Context: an optimization exercise on an open-source flow, tuned for small area. The choices shown serve that exercise and are no tape-out recipe.
Only simulation tests tie the RTL to the original design; equivalence was not proved.
Power figures rest on the tool's default switching activity, not on a simulated workload.

==> inputs of branch sierra <==
Design cvt_unit, start of the top module:
module cvt_unit (
    input  wire         clk,
    input  wire         rst_n,        
    input  wire         in_valid,
    input  wire [255:0] in_data,      
    input  wire [7:0]   in_mask,      
    input  wire [2:0]   in_dfmt,
    input  wire [2:0]   in_rm,
    input  wire         wr_rmax,
    input  wire         wr_nsat,
    input  wire         wr_nflz,
    input  wire [63:0]  wr_data,
    output reg          out_valid,
    output reg  [127:0] out_data,     
    output reg  [63:0]  rmax,
    output reg  [31:0]  nsat,
    output reg  [31:0]  nflz
);
    localparam LANES = 8;
    wire [127:0] res_all;
    wire [7:0]   l_sat;
    wire [7:0]   l_flz;
    wire [7:0]   l_ok;
    wire f16 = ~in_dfmt[2] & ~in_dfmt[1] & ~in_dfmt[0];
    wire f8  = ~in_dfmt[1] & in_dfmt[0];
    wire f8x = in_dfmt[1] & ~in_dfmt[0];
    wire fi8 = in_dfmt[1] & in_dfmt[0];
    wire fu8 = in_dfmt[2];
    wire [3:0] rmode = {~in_rm[2] & in_rm[1] & in_rm[0], ~in_rm[2] & in_rm[1] & ~in_rm[0],
                        ~in_rm[1] & in_rm[0], ~in_rm[2] & ~in_rm[1] & ~in_rm[0]};
    genvar g;
    generate
        for (g = 0; g < LANES; g = g + 1) begin : lane
            wire en = in_valid & in_mask[g];
            cvt_lane u_lane (
                .src (in_data[32*g +: 32]),
                .f16 (f16),
                .f8  (f8),
                .f8x (f8x),
                .fi8 (fi8),
                .fu8 (fu8),
                .rmode(rmode),
                .en  (en),
                .res (res_all[16*g +: 16]),
                .sat (l_sat[g]),
                .flz (l_flz[g]),
                .ok  (l_ok[g])
            );
        end
    endgenerate
    wire [3:0]  t1_ok;
    wire [30:0] t1_mag [0:3];
    wire [1:0]  t2_ok;
    wire [30:0] t2_mag [0:1];
    generate
        for (g = 0; g < 4; g = g + 1) begin : max1
  ...
==> module cvt_unit, before the edit <==
module cvt_unit (
    input  wire         clk,
    input  wire         rst_n,        
    input  wire         in_valid,
    input  wire [255:0] in_data,      
    input  wire [7:0]   in_mask,      
    input  wire [2:0]   in_dfmt,
    input  wire [2:0]   in_rm,
    input  wire         wr_rmax,
    input  wire         wr_nsat,
    input  wire         wr_nflz,
    input  wire [63:0]  wr_data,
    output reg          out_valid,
    output reg  [127:0] out_data,     
    output reg  [63:0]  rmax,
    output reg  [31:0]  nsat,
    output reg  [31:0]  nflz
);
    localparam LANES = 8;
    wire [127:0] res_all;
    wire [7:0]   l_sat;
    wire [7:0]   l_flz;
    wire [7:0]   l_ok;
    wire f16 = ~in_dfmt[2] & ~in_dfmt[1] & ~in_dfmt[0];
    wire f8  = ~in_dfmt[1] & in_dfmt[0];
    wire f8x = in_dfmt[1] & ~in_dfmt[0];
    wire fi8 = in_dfmt[1] & in_dfmt[0];
    wire fu8 = in_dfmt[2];
    wire [3:0] rmode = {~in_rm[2] & in_rm[1] & in_rm[0], ~in_rm[2] & in_rm[1] & ~in_rm[0],
                        ~in_rm[1] & in_rm[0], ~in_rm[2] & ~in_rm[1] & ~in_rm[0]};
    genvar g;
    generate
        for (g = 0; g < LANES; g = g + 1) begin : lane
            wire en = in_valid & in_mask[g];
            cvt_lane u_lane (
                .src (in_data[32*g +: 32]),
                .f16 (f16),
                .f8  (f8),
                .f8x (f8x),
                .fi8 (fi8),
                .fu8 (fu8),
                .rmode(rmode),
                .en  (en),
                .res (res_all[16*g +: 16]),
                .sat (l_sat[g]),
                .flz (l_flz[g]),
                .ok  (l_ok[g])
            );
        end
    endgenerate
    wire [3:0]  t1_ok;
    wire [30:0] t1_mag [0:3];
    wire [1:0]  t2_ok;
    wire [30:0] t2_mag [0:1];
    generate
        for (g = 0; g < 4; g = g + 1) begin : max1
            wire [30:0] a = in_data[64*g +: 31];
            wire [30:0] b = in_data[64*g+32 +: 31];
            wire        gt;
            cvt_gt #(31) u_gt (.a(b), .b(a), .gt(gt));
            assign t1_ok[g]  = l_ok[2*g] | l_ok[2*g+1];
            assign t1_mag[g] = (~l_ok[2*g] | (l_ok[2*g+1] & gt)) ? b : a;
        end
        for (g = 0; g < 2; g = g + 1) begin : max2
            wire gt;
            cvt_gt #(31) u_gt (.a(t1_mag[2*g+1]), .b(t1_mag[2*g]), .gt(gt));
            assign t2_ok[g]  = t1_ok[2*g] | t1_ok[2*g+1];
            assign t2_mag[g] = (~t1_ok[2*g] | (t1_ok[2*g+1] & gt)) ? t1_mag[2*g+1] : t1_mag[2*g];
        end
    endgenerate
    wire        gt3;
    cvt_gt #(31) u_gt3 (.a(t2_mag[1]), .b(t2_mag[0]), .gt(gt3));
    wire [30:0] mx = (~t2_ok[0] | (t2_ok[1] & gt3)) ? t2_mag[1] : t2_mag[0];
    wire any_ok = |l_ok;
    wire [7:0]  mx_e = mx[30:23];
    wire [22:0] f0 = mx[22:0];
    wire        z16 = ~|f0[22:7];
    wire [22:0] f1 = z16 ? {f0[6:0], 16'd0} : f0;
    wire        z8 = ~|f1[22:15];
    wire [22:0] f2 = z8 ? {f1[14:0], 8'd0} : f1;
    wire        z4 = ~|f2[22:19];
    wire [22:0] f3 = z4 ? {f2[18:0], 4'd0} : f2;
    wire        z2 = ~|f3[22:21];
    wire [22:0] f4 = z2 ? {f3[20:0], 2'd0} : f3;
    wire        z1 = ~f4[22];
    wire [22:0] f5 = z1 ? {f4[21:0], 1'd0} : f4;
    wire [4:0]  lz = {z16, z8, z4, z2, z1};
    wire        mx_sub = ~|mx_e;
    wire [10:0] c_e = (&mx_e) ? 11'h7FF :
                      mx_sub ? (f4[22] | f4[21] ? 11'd896 - {6'd0, lz} : 11'd0) :
                      {mx_e[7], {3{~mx_e[7]}}, mx_e[6:0]};
    wire [22:0] c_f = mx_sub ? {f5[21:0], 1'b0} : f0;
    wire [33:0] c_hi = {c_e, c_f};
    wire [63:0] rmax_w = wr_rmax ? wr_data : rmax;
    wire [31:0] nsat_w = wr_nsat ? wr_data[31:0] : nsat;
    wire [31:0] nflz_w = wr_nflz ? wr_data[31:0] : nflz;
    wire gt;
    cvt_gt #(34) u_gth (.a(c_hi), .b(rmax_w[62:29]), .gt(gt));
    wire h_nan = (&rmax_w[62:52]) & (|rmax_w[51:0]);
    wire take  = any_ok & (h_nan | rmax_w[63] | gt);
    wire [31:0] nsat_n, nflz_n;
    cvt_count u_csat (.w(nsat_w), .l(l_sat), .q(nsat_n));
    cvt_count u_cflz (.w(nflz_w), .l(l_flz), .q(nflz_n));
    always @(posedge clk) begin
        if (!rst_n) begin
            out_valid <= 1'b0;
            rmax      <= 64'd0;
            nsat      <= 32'd0;
            nflz      <= 32'd0;
        end else begin
            out_valid <= in_valid;
            rmax      <= take ? {1'b0, c_hi, 29'd0} : rmax_w;
            nsat      <= nsat_n;
            nflz      <= nflz_n;
        end
    end
    always @(posedge clk)
        out_data <= res_all;
endmodule
==> module cvt_count, before the edit <==
module cvt_count (
    input  wire [31:0] w,
    input  wire [7:0]  l,
    output wire [31:0] q
);
    wire [1:0] a0 = l[0] + l[1] + l[2];
    wire [1:0] a1 = l[3] + l[4] + l[5];
    wire [1:0] a2 = l[6] + l[7];
    wire [3:0] cnt = a0 + a1 + a2;
    wire [4:0] lo = w[3:0] + cnt;
    reg [31:0] s;
    reg        c;
    integer k;
    always @(*) begin
        s[3:0] = lo[3:0];
        c = lo[4];
        for (k = 4; k < 32; k = k + 1) begin
            s[k] = w[k] ^ c;
            c = c & w[k];
        end
    end
    assign q = s | {32{c}};
endmodule
==> flow/config.mk <==
export PLATFORM = sky130hd
export DESIGN_NAME = cvt_unit
export DESIGN_NICKNAME = cvt_unit
export VERILOG_FILES = /design/flow/design.v
export SDC_FILE = /design/flow/constraint.sdc
export NUM_CORES = 4
export LEC_CHECK = 0
export ABC_AREA = 1
export CAP_MARGIN = 20
export CORE_MARGIN = 2
export CORE_UTILIZATION = 50
export SLEW_MARGIN = 20
==> flow/constraint.sdc <==
create_clock -name core_clock -period 28.0 [get_ports {clk}]
set_input_delay 5.6000 -clock core_clock [delete_from_list [all_inputs] [get_ports {clk}]]
set_output_delay 5.6000 -clock core_clock [all_outputs]
set_load 0.01 [all_outputs]
standard.sh (not shown) runs the stock make flow with config.mk's settings and CLKGATE_MAP_FILE= SYNTH_SCRIPT=/design/flow/synth_recipe.tcl, a recipe that flattens the netlist after the stock synthesis.
==> flow/flow/run.sh <==
#!/bin/bash
# Layout flow: the standard ORFS flow, with two changes to how the
# netlist is built:
#  - synthesis keeps the lane module (cvt_lane) apart until mapping and maps
#    it with an area-oriented ABC script (flow/area.abc); the top level,
#    which holds the timing-critical RMAX path and every register, is
#    mapped with ORFS's own script. Everything else in the standard flow's synthesis
#    script is unchanged and the design is flattened before it is written,
#    so the registers keep their names and cells;
#  - the port buffers that global placement inserts are buf_1 cells.
set -euo pipefail
W=$PWD
F=$W/flow

# ORFS's synth.tcl with the two ABC calls, and the standard flow's synthesis wrapper
# sourcing it in place of the original
sed 's|^  log_cmd abc {\*}\$abc_args$|  log_cmd abc {*}[lreplace $abc_args 1 1 $::env(AREA_ABC_SCRIPT)] cvt_lane\n  log_cmd abc {*}$abc_args cvt_unit|' \
    "$FLOW_HOME/scripts/synth.tcl" > "$W/synth_area.tcl"
grep -q AREA_ABC_SCRIPT "$W/synth_area.tcl"
sed "s|source \$::env(SCRIPTS_DIR)/synth.tcl|source $W/synth_area.tcl|" \
    "$W/synth_recipe.tcl" > "$W/synth_wrap.tcl"
grep -q "synth_area.tcl" "$W/synth_wrap.tcl"

bash "$W/standard.sh" \
    SYNTH_SCRIPT="$W/synth_wrap.tcl" \
    SYNTH_KEEP_MODULES=cvt_lane \
    AREA_ABC_SCRIPT="$F/area.abc" \
    BUFFER_PORTS_ARGS="-buffer_cell sky130_fd_sc_hd__buf_1" \
    finish > "$W/standard.log" 2>&1
==> flow/flow/area.abc <==
strash
balance -l; resub -K 6 -l; rewrite -l; resub -K 6 -N 2 -l; refactor -l; resub -K 8 -l; balance -l; resub -K 8 -N 2 -l; rewrite -l; resub -K 10 -l; rewrite -z -l; resub -K 10 -N 2 -l; balance -l; resub -K 12 -l; refactor -z -l; resub -K 12 -N 2 -l; rewrite -z -l; balance -l
balance -l; resub -K 6 -l; rewrite -l; resub -K 6 -N 2 -l; refactor -l; resub -K 8 -l; balance -l; resub -K 8 -N 2 -l; rewrite -l; resub -K 10 -l; rewrite -z -l; resub -K 10 -N 2 -l; balance -l; resub -K 12 -l; refactor -z -l; resub -K 12 -N 2 -l; rewrite -z -l; balance -l
dch -f
amap
topo
stime -c
==> branch umber: changes against branch sierra <==
--- a/flow/design.v
+++ b/flow/design.v
@@ -1,30 +1,30 @@
 module cvt_lane (
     input  wire [31:0] src,
-    input  wire        f16,       
-    input  wire        f8,        
-    input  wire        f8x,
-    input  wire        fi8,
-    input  wire        fu8,
-    input  wire [3:0]  rmode,     
+    input  wire [2:0]  dfmt,      
+    input  wire [2:0]  rm,        
     input  wire        en,        
     output wire [15:0] res,
     output wire        sat,       
-    output wire        flz,       
-    output wire        ok         
+    output wire        flz        
 );
     wire        s  = src[31];
     wire [7:0]  ex = src[30:23];
     wire [22:0] fr = src[22:0];
     wire ex_ff   = &ex;
     wire ex_z    = ~|ex;
     wire lo_nz   = |fr[14:0];
     wire fr_nz   = lo_nz | (|fr[22:15]);
     wire is_nan  = ex_ff & fr_nz;
     wire is_zero = ex_z & ~fr_nz;
+    wire f16  = ~dfmt[2] & ~dfmt[1] & ~dfmt[0];
+    wire f8   = ~dfmt[1] & dfmt[0];
+    wire f8x  = dfmt[1] & ~dfmt[0];
+    wire fi8  = dfmt[1] & dfmt[0];
+    wire fu8  = dfmt[2];
     wire fint = fi8 | fu8;
     wire w8_norm  = ex >= 8'd121;
     wire w8_tiny  = ex <  8'd117;
     wire w8_ovf   = ex >  8'd135;
     wire w8x_norm = ex >= 8'd113;
     wire w8x_tiny = ex <  8'd110;
     wire w8x_ovf  = ex >  8'd143;
@@ -46,18 +46,24 @@
     wire [8:0] w3 = sh[2] ? {4'b0, w2[8:4]} : w2;
     wire       s3 = sh[2] & (|w2[3:0]);
     wire [8:0] w4 = sh[3] ? {8'd0, w3[8]} : w3;
     wire       s4 = sh[3] & (|w3[7:0]);
     wire [7:0] kept  = w4[8:1];
     wire       guard = w4[0];
     wire       stick = lo_nz | s1 | s2 | s3 | s4;
-    wire up = (rmode[0] & guard & (stick | kept[0]))
-            | (rmode[1] & guard)
-            | (rmode[2] & (guard | stick) & ~s)
-            | (rmode[3] & (guard | stick) & s);
+    reg up;
+    always @(*) begin
+        case (rm)
+            3'd0:    up = guard & (stick | kept[0]);
+            3'd1:    up = guard;
+            3'd2:    up = (guard | stick) & ~s;
+            3'd3:    up = (guard | stick) & s;
+            default: up = 1'b0;
+        endcase
+    end
     wire inv = fi8 & s;
     wire [14:0] x = {f16 ? ex[7:1] : 7'd0, kept ^ {8{inv}}}
                   | {8'd0, f8 & fnorm ? {~ex[3], ex[2:0]} : 4'd0, 3'd0}
                   | {8'd0, f8x & fnorm ? {~ex[4], ex[3:0]} : 5'd0, 2'd0};
     wire [15:0] r = {1'b0, x} + {15'd0, up ^ inv};
     wire r_z8  = ~|r[8:0];
     wire r_z15 = r_z8 & ~|r[14:9];
@@ -75,15 +81,14 @@
     wire [7:0]  resu  = (is_nan | s) ? 8'h00 : satu ? 8'hFF : r[7:0];
     assign res = ~en  ? 16'd0 :
                  f16  ? res16 :
                  fi8  ? {8'd0, resi} :
                  fu8  ? {8'd0, resu} : {8'd0, res8};
     assign sat = en & (f16 ? sat16 : fi8 ? sati : fu8 ? satu : sat8);
     assign flz = en & (f16 ? flz16 : fi8 ? flzi : fu8 ? flzu : flz8);
-    assign ok  = en & ~is_nan;
 endmodule
 module cvt_unit (
     input  wire         clk,
     input  wire         rst_n,        
     input  wire         in_valid,
     input  wire [255:0] in_data,      
     input  wire [7:0]   in_mask,      
@@ -100,39 +105,29 @@
     output reg  [31:0]  nflz
 );
     localparam LANES = 8;
     wire [127:0] res_all;
     wire [7:0]   l_sat;
     wire [7:0]   l_flz;
     wire [7:0]   l_ok;
-    wire f16 = ~in_dfmt[2] & ~in_dfmt[1] & ~in_dfmt[0];
-    wire f8  = ~in_dfmt[1] & in_dfmt[0];
-    wire f8x = in_dfmt[1] & ~in_dfmt[0];
-    wire fi8 = in_dfmt[1] & in_dfmt[0];
-    wire fu8 = in_dfmt[2];
-    wire [3:0] rmode = {~in_rm[2] & in_rm[1] & in_rm[0], ~in_rm[2] & in_rm[1] & ~in_rm[0],
-                        ~in_rm[1] & in_rm[0], ~in_rm[2] & ~in_rm[1] & ~in_rm[0]};
     genvar g;
     generate
         for (g = 0; g < LANES; g = g + 1) begin : lane
             wire en = in_valid & in_mask[g];
             cvt_lane u_lane (
                 .src (in_data[32*g +: 32]),
-                .f16 (f16),
-                .f8  (f8),
-                .f8x (f8x),
-                .fi8 (fi8),
-                .fu8 (fu8),
-                .rmode(rmode),
+                .dfmt(in_dfmt),
+                .rm  (in_rm),
                 .en  (en),
                 .res (res_all[16*g +: 16]),
                 .sat (l_sat[g]),
-                .flz (l_flz[g]),
-                .ok  (l_ok[g])
+                .flz (l_flz[g])
             );
+            assign l_ok[g] = en &
+                             ~((&in_data[32*g+30 : 32*g+23]) & (|in_data[32*g+22 : 32*g]));
         end
     endgenerate
     wire [3:0]  t1_ok;
     wire [30:0] t1_mag [0:3];
     wire [1:0]  t2_ok;
     wire [30:0] t2_mag [0:1];
     generate
@@ -224,26 +219,17 @@
     assign q = s | {32{c}};
 endmodule
 module cvt_gt #(parameter W = 31) (
     input  wire [W-1:0] a,
     input  wire [W-1:0] b,
     output wire         gt
 );
-    localparam G = (W + 3) / 4;
-    wire [4*G-1:0] ax = {{(4*G-W){1'b0}}, a};
-    wire [4*G-1:0] bx = {{(4*G-W){1'b0}}, b};
-    wire [G:0] c;
+    wire [W:0] c;
     assign c[0] = 1'b0;
     genvar k;
     generate
-        for (k = 0; k < G; k = k + 1) begin : grp
-            wire [3:0] x = ax[4*k +: 4];
-            wire [3:0] y = bx[4*k +: 4];
-            wire [3:0] e = ~(x ^ y);
-            wire [3:0] h = x & ~y;
-            wire g_gt = h[3] | (e[3] & h[2]) | (e[3] & e[2] & h[1]) | (e[3] & e[2] & e[1] & h[0]);
-            wire g_eq = &e;
-            assign c[k+1] = g_gt | (g_eq & c[k]);
+        for (k = 0; k < W; k = k + 1) begin : bit_
+            assign c[k+1] = (a[k] & ~b[k]) | ((a[k] | ~b[k]) & c[k]);
         end
     endgenerate
-    assign gt = c[G];
-endmodule
+    assign gt = c[W];
+endmodule
==> flow/flow/run.sh (replaced) <==
#!/bin/bash
# Layout flow: the standard ORFS flow, with two changes to how the
# netlist is built:
#  - synthesis maps with an area-oriented ABC script (flow/area.abc) in place
#    of ORFS's; everything else in the standard flow's synthesis script is unchanged, so
#    the registers keep their names and cells;
#  - the port buffers that global placement inserts are buf_1 cells.
set -euo pipefail
W=$PWD
F=$W/flow

# ORFS's synth.tcl with the ABC script swapped, and the standard flow's synthesis
# wrapper sourcing it in place of the original
sed 's|^source \$::env(SCRIPTS_DIR)/synth_preamble.tcl$|&\nset abc_args [lreplace $abc_args 1 1 $::env(AREA_ABC_SCRIPT)]|' \
    "$FLOW_HOME/scripts/synth.tcl" > "$W/synth_area.tcl"
grep -q AREA_ABC_SCRIPT "$W/synth_area.tcl"
sed "s|source \$::env(SCRIPTS_DIR)/synth.tcl|source $W/synth_area.tcl|" \
    "$W/synth_recipe.tcl" > "$W/synth_wrap.tcl"
grep -q "synth_area.tcl" "$W/synth_wrap.tcl"

bash "$W/standard.sh" \
    SYNTH_SCRIPT="$W/synth_wrap.tcl" \
    AREA_ABC_SCRIPT="$F/area.abc" \
    BUFFER_PORTS_ARGS="-buffer_cell sky130_fd_sc_hd__buf_1" \
    finish > "$W/standard.log" 2>&1
- ABC_AREA: 1 -> unset
- CORE_UTILIZATION: 50 -> 60
==> branch pepper: changes against branch sierra <==
--- a/flow/design.v
+++ b/flow/design.v
@@ -171,44 +171,46 @@
     wire        mx_sub = ~|mx_e;
     wire [10:0] c_e = (&mx_e) ? 11'h7FF :
                       mx_sub ? (f4[22] | f4[21] ? 11'd896 - {6'd0, lz} : 11'd0) :
                       {mx_e[7], {3{~mx_e[7]}}, mx_e[6:0]};
     wire [22:0] c_f = mx_sub ? {f5[21:0], 1'b0} : f0;
     wire [33:0] c_hi = {c_e, c_f};
     wire [63:0] rmax_w = wr_rmax ? wr_data : rmax;
-    wire [31:0] nsat_w = wr_nsat ? wr_data[31:0] : nsat;
-    wire [31:0] nflz_w = wr_nflz ? wr_data[31:0] : nflz;
     wire gt;
     cvt_gt #(34) u_gth (.a(c_hi), .b(rmax_w[62:29]), .gt(gt));
     wire h_nan = (&rmax_w[62:52]) & (|rmax_w[51:0]);
     wire take  = any_ok & (h_nan | rmax_w[63] | gt);
     wire [31:0] nsat_n, nflz_n;
-    cvt_count u_csat (.w(nsat_w), .l(l_sat), .q(nsat_n));
-    cvt_count u_cflz (.w(nflz_w), .l(l_flz), .q(nflz_n));
+    cvt_count u_csat (.rst_n(rst_n), .cur(nsat), .wr(wr_nsat), .wd(wr_data[31:0]), .l(l_sat), .q(nsat_n));
+    cvt_count u_cflz (.rst_n(rst_n), .cur(nflz), .wr(wr_nflz), .wd(wr_data[31:0]), .l(l_flz), .q(nflz_n));
     always @(posedge clk) begin
         if (!rst_n) begin
             out_valid <= 1'b0;
             rmax      <= 64'd0;
-            nsat      <= 32'd0;
-            nflz      <= 32'd0;
         end else begin
             out_valid <= in_valid;
             rmax      <= take ? {1'b0, c_hi, 29'd0} : rmax_w;
-            nsat      <= nsat_n;
-            nflz      <= nflz_n;
-        end
+        end
+    end
+    always @(posedge clk) begin
+        nsat <= nsat_n;
+        nflz <= nflz_n;
     end
     always @(posedge clk)
         out_data <= res_all;
 endmodule
 module cvt_count (
-    input  wire [31:0] w,
+    input  wire        rst_n,
+    input  wire [31:0] cur,
+    input  wire        wr,
+    input  wire [31:0] wd,
     input  wire [7:0]  l,
     output wire [31:0] q
 );
+    wire [31:0] w = wr ? wd : cur;
     wire [1:0] a0 = l[0] + l[1] + l[2];
     wire [1:0] a1 = l[3] + l[4] + l[5];
     wire [1:0] a2 = l[6] + l[7];
     wire [3:0] cnt = a0 + a1 + a2;
     wire [4:0] lo = w[3:0] + cnt;
     reg [31:0] s;
     reg        c;
@@ -217,15 +219,15 @@
         s[3:0] = lo[3:0];
         c = lo[4];
         for (k = 4; k < 32; k = k + 1) begin
             s[k] = w[k] ^ c;
             c = c & w[k];
         end
     end
-    assign q = s | {32{c}};
+    assign q = {32{rst_n}} & (s | {32{c}});
 endmodule
 module cvt_gt #(parameter W = 31) (
     input  wire [W-1:0] a,
     input  wire [W-1:0] b,
     output wire         gt
 );
     localparam G = (W + 3) / 4;
==> flow/flow/run.sh (replaced) <==
#!/bin/bash
# Layout flow: the standard ORFS flow, with these changes to how the
# netlist is built:
#  - synthesis keeps the lane and counter modules (cvt_lane, cvt_count)
#    apart until technology mapping; they are not timing-critical and are
#    mapped with an area-oriented ABC script (flow/area.abc: ABC's deepsyn
#    AIG optimisation, then area mapping), without full-
#    and half-adder extraction. The top level, which holds the
#    timing-critical RMAX path and every register, is mapped with
#    flow/top.abc (AIG restructuring, area mapping, then ABC's buffering
#    and gate sizing towards a delay target). The rest
#    of the standard flow's synthesis script is unchanged and the design is flattened
#    before it is written, so the registers keep their names and cells;
#  - the port buffers that global placement inserts are buf_1 cells.
# Each tool's output goes to the ORFS logs under orfs/logs and to
# standard.log in this folder.
set -euo pipefail
W=$PWD
F=$W/flow

# ORFS's synth.tcl with the ABC calls and the adder extraction split by
# module, and the standard flow's synthesis wrapper sourcing it in place of the original
sed -e 's|^  log_cmd abc {\*}\$abc_args$|  log_cmd abc {*}[lreplace $abc_args 1 1 $::env(AREA_ABC_SCRIPT)] cvt_lane cvt_count\n  log_cmd abc {*}[lreplace $abc_args 1 1 $::env(TOP_ABC_SCRIPT)] cvt_unit|' \
    -e 's|^  extract_fa {\*}\[dont_use_extract_fa_args\]$|& cvt_unit|' \
    "$FLOW_HOME/scripts/synth.tcl" > "$W/synth_area.tcl"
grep -q "extract_fa .* cvt_unit" "$W/synth_area.tcl"
grep -q AREA_ABC_SCRIPT "$W/synth_area.tcl"
sed "s|source \$::env(SCRIPTS_DIR)/synth.tcl|source $W/synth_area.tcl|" \
    "$W/synth_recipe.tcl" > "$W/synth_wrap.tcl"
grep -q "synth_area.tcl" "$W/synth_wrap.tcl"

bash "$W/standard.sh" \
    SYNTH_SCRIPT="$W/synth_wrap.tcl" \
    SYNTH_KEEP_MODULES="cvt_lane cvt_count" \
    AREA_ABC_SCRIPT="$F/area.abc" \
    TOP_ABC_SCRIPT="$F/top.abc" \
    BUFFER_PORTS_ARGS="-buffer_cell sky130_fd_sc_hd__buf_1" \
    ${EXTRA_ARGS:-} \
    finish > "$W/standard.log" 2>&1
==> flow/flow/area.abc (replaced) <==
strash
&get -n
&deepsyn -T 60
&put
dch -f
amap
topo
stime -c
==> flow/flow/top.abc (new file) <==
strash
balance -l; resub -K 6 -l; rewrite -l; resub -K 6 -N 2 -l; refactor -l; resub -K 8 -l; balance -l; resub -K 8 -N 2 -l; rewrite -l; resub -K 10 -l; rewrite -z -l; resub -K 10 -N 2 -l; balance -l; resub -K 12 -l; refactor -z -l; resub -K 12 -N 2 -l; rewrite -z -l; balance -l
balance -l; resub -K 6 -l; rewrite -l; resub -K 6 -N 2 -l; refactor -l; resub -K 8 -l; balance -l; resub -K 8 -N 2 -l; rewrite -l; resub -K 10 -l; rewrite -z -l; resub -K 10 -N 2 -l; balance -l; resub -K 12 -l; refactor -z -l; resub -K 12 -N 2 -l; rewrite -z -l; balance -l
dch -f
amap
topo
buffer -c
upsize -c -D 17000
dnsize -c -D 17000
stime -c
- ABC_AREA: 1 -> unset
==> summary of the runs <==
- Branch pepper completed without violations. Branch sierra passed the timing, DRC and antenna checks. Branch umber stopped in 5_1_grt, error GRT-0116.
- Against branch pepper, the register-to-register slack of branch sierra is higher by 3.1 ns.
- Against branch pepper, the worst hold slack of branch sierra is lower by 0.0016 ns.
- Sequential power is about the same in branch pepper and branch sierra.
- Between branch sierra and branch pepper, the lower fmax is in branch pepper (gap 21%, measured against branch pepper).
- Synthesized cell count: branch pepper < branch umber < branch sierra.
- The lowest synthesized area belongs to branch pepper, the highest to branch sierra.
- Between branch pepper and branch sierra, the lower clock skew is in branch sierra (gap 0.016 ns).
- In sequential cell count, branch sierra and branch pepper do not differ.
==> figures <==
X dimension of the die: branch pepper 235 µm; branch umber 219 µm; branch sierra 258 µm
Total vias in the final route: branch pepper 33.9k; branch umber -; branch sierra 39.4k
Power share of the clock group: branch pepper 0.254; branch umber -; branch sierra 0.237
Launching point of the worst reg2reg path: branch pepper nflz[0]$_DFF_P_; branch umber -; branch sierra nflz[0]$_SDFF_PN0_
Power spent charging and discharging nets: branch pepper 666 µW; branch umber -; branch sierra 825 µW
Leakage power: branch pepper 0.0123 µW; branch umber -; branch sierra 0.0156 µW
Relative contribution of combinational cells to total power: branch pepper 0.472; branch umber -; branch sierra 0.522
Placement Rows: branch pepper 84; branch umber 78; branch sierra 93
Portion of synthesized cell area occupied by the leading cell type: branch pepper 0.193; branch umber 0.185; branch sierra 0.160
Number of placed instances with taps included: branch pepper 5,415; branch umber 6,431; branch sierra 6,711
Cell Int Power: branch pepper 889 µW; branch umber -; branch sierra 951 µW
Net switching share of the total power: branch pepper 0.428; branch umber -; branch sierra 0.465
Detailed Route Iter0 Violations: branch pepper 3,262; branch umber -; branch sierra 3,673
Outcome: branch pepper finished clean; branch umber aborted with a tool error; branch sierra finished clean
Stage where the flow stopped: branch pepper -; branch umber 5_1_grt; branch sierra -
Worst reg2reg setup slack: branch pepper 18.09 ns; branch umber -; branch sierra 21.17 ns
Endpoint required time on the critical path: branch pepper 28.43 ns; branch umber -; branch sierra 28.49 ns
Critical path destination: branch pepper rmax[55]$_SDFF_PN0_; branch umber -; branch sierra nsat[21]$_SDFF_PN0_
Number of buffer and inverter stages on the critical path: branch pepper 14; branch umber -; branch sierra 13

-- re-timing with driven ports --
The flow's constraints put no driver on any port. The routed layouts listed below were extracted and timed again, unchanged, in two steps. Step 1, drivers: a clkbuf_16 drives clk and a buf_2 each remaining input, both assumed. Step 2 adds t to the input delays and takes it off the output delays; t is the mean of the earliest and latest rising clock arrival at the registers after step 1. Input paths then give back, and output paths get back, about the clock's delay inside the block. a / b / c = ideal ports / drivers / drivers and shift; a / b = the first two.
run	t, ns	setup slack, ns	worst setup path at the end	cell pins on the clock port's net
branch sierra	0.682	6.500 / 6.539 / 5.856	input to register	1
branch pepper	0.663	2.000 / 2.047 / 1.385	input to register	1
After both steps setup and hold are still met in every run listed. The setup slack of branch sierra, which loses most, moves by +0.039 ns with the drivers and by -0.644 ns with both steps.
